This is an optimization exercise on Yosys and OpenROAD, whose aim is small area, a short achievable clock period and few clock cycles per item, not a production implementation. The RTL was checked by simulation tests, not by an equivalence proof against the original design.

## before
==> module aes256_core, before the edit <==
module aes256_core (
    input  wire         clk,
    input  wire         rst,         
    input  wire         start,
    input  wire [255:0] key,
    input  wire [127:0] block_in,
    output wire         ready,
    output reg          done,
    output wire [127:0] block_out
);
    genvar i;
    reg         a_v;             
    reg  [3:0]  a_r;             
    reg [127:0] a_x;             
    reg [127:0] a_k0;            
    reg [127:0] a_k1;            
    reg         b_v;
    reg  [3:0]  b_r;
    reg [351:0] b_m;             
    reg [127:0] b_k0;            
    reg [127:0] b_k1;            
    reg  [87:0] b_km;            
    reg         rdy;             
    reg [127:0] out_q;
    assign ready     = rdy;
    assign block_out = out_q;
    wire [127:0] ark = a_x ^ a_k0;
    wire [351:0] a_m;
    wire  [87:0] a_km;
    generate
        for (i = 0; i < 16; i = i + 1) begin : g_sa
            aes_sbox_top u_top (
                .in  (ark[127 - 8*i -: 8]),
                .mid (a_m[351 - 22*i -: 22])
            );
        end
        for (i = 0; i < 4; i = i + 1) begin : g_ka
            aes_sbox_top u_top (
                .in  (a_k1[31 - 8*i -: 8]),
                .mid (a_km[87 - 22*i -: 22])
            );
        end
    endgenerate
    wire [127:0] sub_bytes;
    wire [127:0] shift_rows;
    wire [127:0] mix_columns;
    wire  [31:0] sub_word;
    generate
        for (i = 0; i < 16; i = i + 1) begin : g_sb
            aes_sbox_bot u_bot (
                .mid (b_m[351 - 22*i -: 22]),
                .out (sub_bytes[127 - 8*i -: 8])
            );
        end
        for (i = 0; i < 4; i = i + 1) begin : g_kb
            aes_sbox_bot u_bot (
                .mid (b_km[87 - 22*i -: 22]),
                .out (sub_word[31 - 8*i -: 8])
            );
        end
    endgenerate
    generate
        for (i = 0; i < 16; i = i + 1) begin : g_shift
            localparam integer R = i % 4;
            localparam integer C = i / 4;
            localparam integer SRC = 4 * ((C + R) % 4) + R;
            assign shift_rows[127 - 8*i -: 8] = sub_bytes[127 - 8*SRC -: 8];
        end
    endgenerate
    function [7:0] xtime(input [7:0] b);
        xtime = {b[6:0], 1'b0} ^ (b[7] ? 8'h1b : 8'h00);
    endfunction
    function [31:0] mix_column(input [31:0] col);
        reg [7:0] a0, a1, a2, a3;
        begin
            a0 = col[31:24];
            a1 = col[23:16];
            a2 = col[15:8];
            a3 = col[7:0];
            mix_column[31:24] = xtime(a0 ^ a1) ^ a1 ^ a2 ^ a3;
            mix_column[23:16] = xtime(a1 ^ a2) ^ a2 ^ a3 ^ a0;
            mix_column[15:8]  = xtime(a2 ^ a3) ^ a3 ^ a0 ^ a1;
            mix_column[7:0]   = xtime(a3 ^ a0) ^ a0 ^ a1 ^ a2;
        end
    endfunction
    generate
        for (i = 0; i < 4; i = i + 1) begin : g_mix
            assign mix_columns[127 - 32*i -: 32] = mix_column(shift_rows[127 - 32*i -: 32]);
        end
    endgenerate
    reg [7:0] rcon;
    always @(*) begin
        case (b_r[3:1])
            3'd0:    rcon = 8'h01;
            3'd1:    rcon = 8'h02;
            3'd2:    rcon = 8'h04;
            3'd3:    rcon = 8'h08;
            3'd4:    rcon = 8'h10;
            3'd5:    rcon = 8'h20;
            3'd6:    rcon = 8'h40;
            default: rcon = 8'h80;
        endcase
    end
    wire [31:0] temp = b_r[0] ? sub_word
                              : ({sub_word[23:0], sub_word[31:24]} ^ {rcon, 24'h0});
    wire [31:0] p0 = b_k0[127:96];
    wire [31:0] p1 = p0 ^ b_k0[95:64];
    wire [31:0] p2 = p1 ^ b_k0[63:32];
    wire [31:0] p3 = p2 ^ b_k0[31:0];
    wire [127:0] k_next = {p0 ^ temp, p1 ^ temp, p2 ^ temp, p3 ^ temp};
    wire b_last = (b_r == 4'd13);
    wire take   = !b_v || b_last;    
    always @(posedge clk) begin
        b_m  <= a_m;
        b_km <= a_km;
        b_k0 <= a_k0;
        b_k1 <= a_k1;
        b_r  <= a_r;
        if (rdy) begin
            a_x  <= block_in;
            a_k0 <= key[255:128];
            a_k1 <= key[127:0];
            a_r  <= 4'd0;
        end else begin
            a_x  <= mix_columns;
            a_k0 <= b_k1;
            a_k1 <= k_next;
            a_r  <= b_r + 4'd1;
        end
        out_q <= shift_rows ^ b_k1;
        if (rst) begin
            a_v  <= 1'b0;
            b_v  <= 1'b0;
            rdy  <= 1'b1;
            done <= 1'b0;
        end else begin
            a_v  <= rdy ? start : b_v;
            b_v  <= a_v;
            rdy  <= !a_v || (a_r == 4'd13);
            done <= b_v && b_last;
        end
    end
endmodule
Settings: LEC_CHECK=0, CAP_MARGIN=40, CELL_PAD_IN_SITES_DETAIL_PLACEMENT=1, CELL_PAD_IN_SITES_GLOBAL_PLACEMENT=2, CORE_MARGIN=2, CORE_UTILIZATION=45, PLACE_DENSITY=0.6, SETUP_SLACK_MARGIN=5, SLEW_MARGIN=60; clock period 10.0 ns.
run.sh (not shown) runs the stock make flow with config.mk's settings and CLKGATE_MAP_FILE= SYNTH_SCRIPT=/design/flow/synth_recipe.tcl, a recipe that flattens the netlist after the stock synthesis.
Testbench counts of before, summed over its fixed seeds: cycles 44,816, items 3,200.
--- input diff before..after ---
--- a/flow/design.v
+++ b/flow/design.v
@@ -186,5 +186,5 @@
         b_k1 <= a_k1;
         b_r  <= a_r;
-        if (rdy) begin
+        if (take) begin
             a_x  <= block_in;
             a_k0 <= key[255:128];
@@ -204,5 +204,5 @@
             done <= 1'b0;
         end else begin
-            a_v  <= rdy ? start : b_v;
+            a_v  <= take ? start : b_v;
             b_v  <= a_v;
             rdy  <= !a_v || (a_r == 4'd13);
==> comparison <==
Count of non-CTS buffers in the layout grows slightly when moving from before to after. Going from before to after, depth of the most critical reg-to-reg path neither gained nor lost much; via count picked up an extra 2.3%; area share of fa/ha/maj cells after synthesis neither gained nor lost much. Looking at critical path capture point, the a_x[76] result is from after; the a_x[17] one comes from before.
Testbench counts of after, summed over its fixed seeds: cycles 44,816, items 3,200.

afterwards: timing with drivers on the ports:
How much do the figures lean on ideal ports? The routed layouts below were timed once more, with nothing changed but the port constraints. Step 1 sets driving cells, clkbuf_16 on the clock port and buf_2 on the other inputs (assumed; they add their load-dependent delay and slew). Step 2 also shifts input and output timing later by t, the mid clock arrival at the registers, as if the neighbouring blocks saw the same clock. Slacks: ideal ports / drivers / drivers and shift; pairs: ideal ports / drivers.
| run | t (ns) | setup WS [ns] | worst slew at a driven data input, ns |
|---|---|---|---|
| before | 0.867 | 5.858 / 5.858 / 5.858 | 0.08 |
| after | 0.863 | 5.830 / 5.830 / 5.830 | 0.15 |
After both steps every run listed still meets setup and hold.
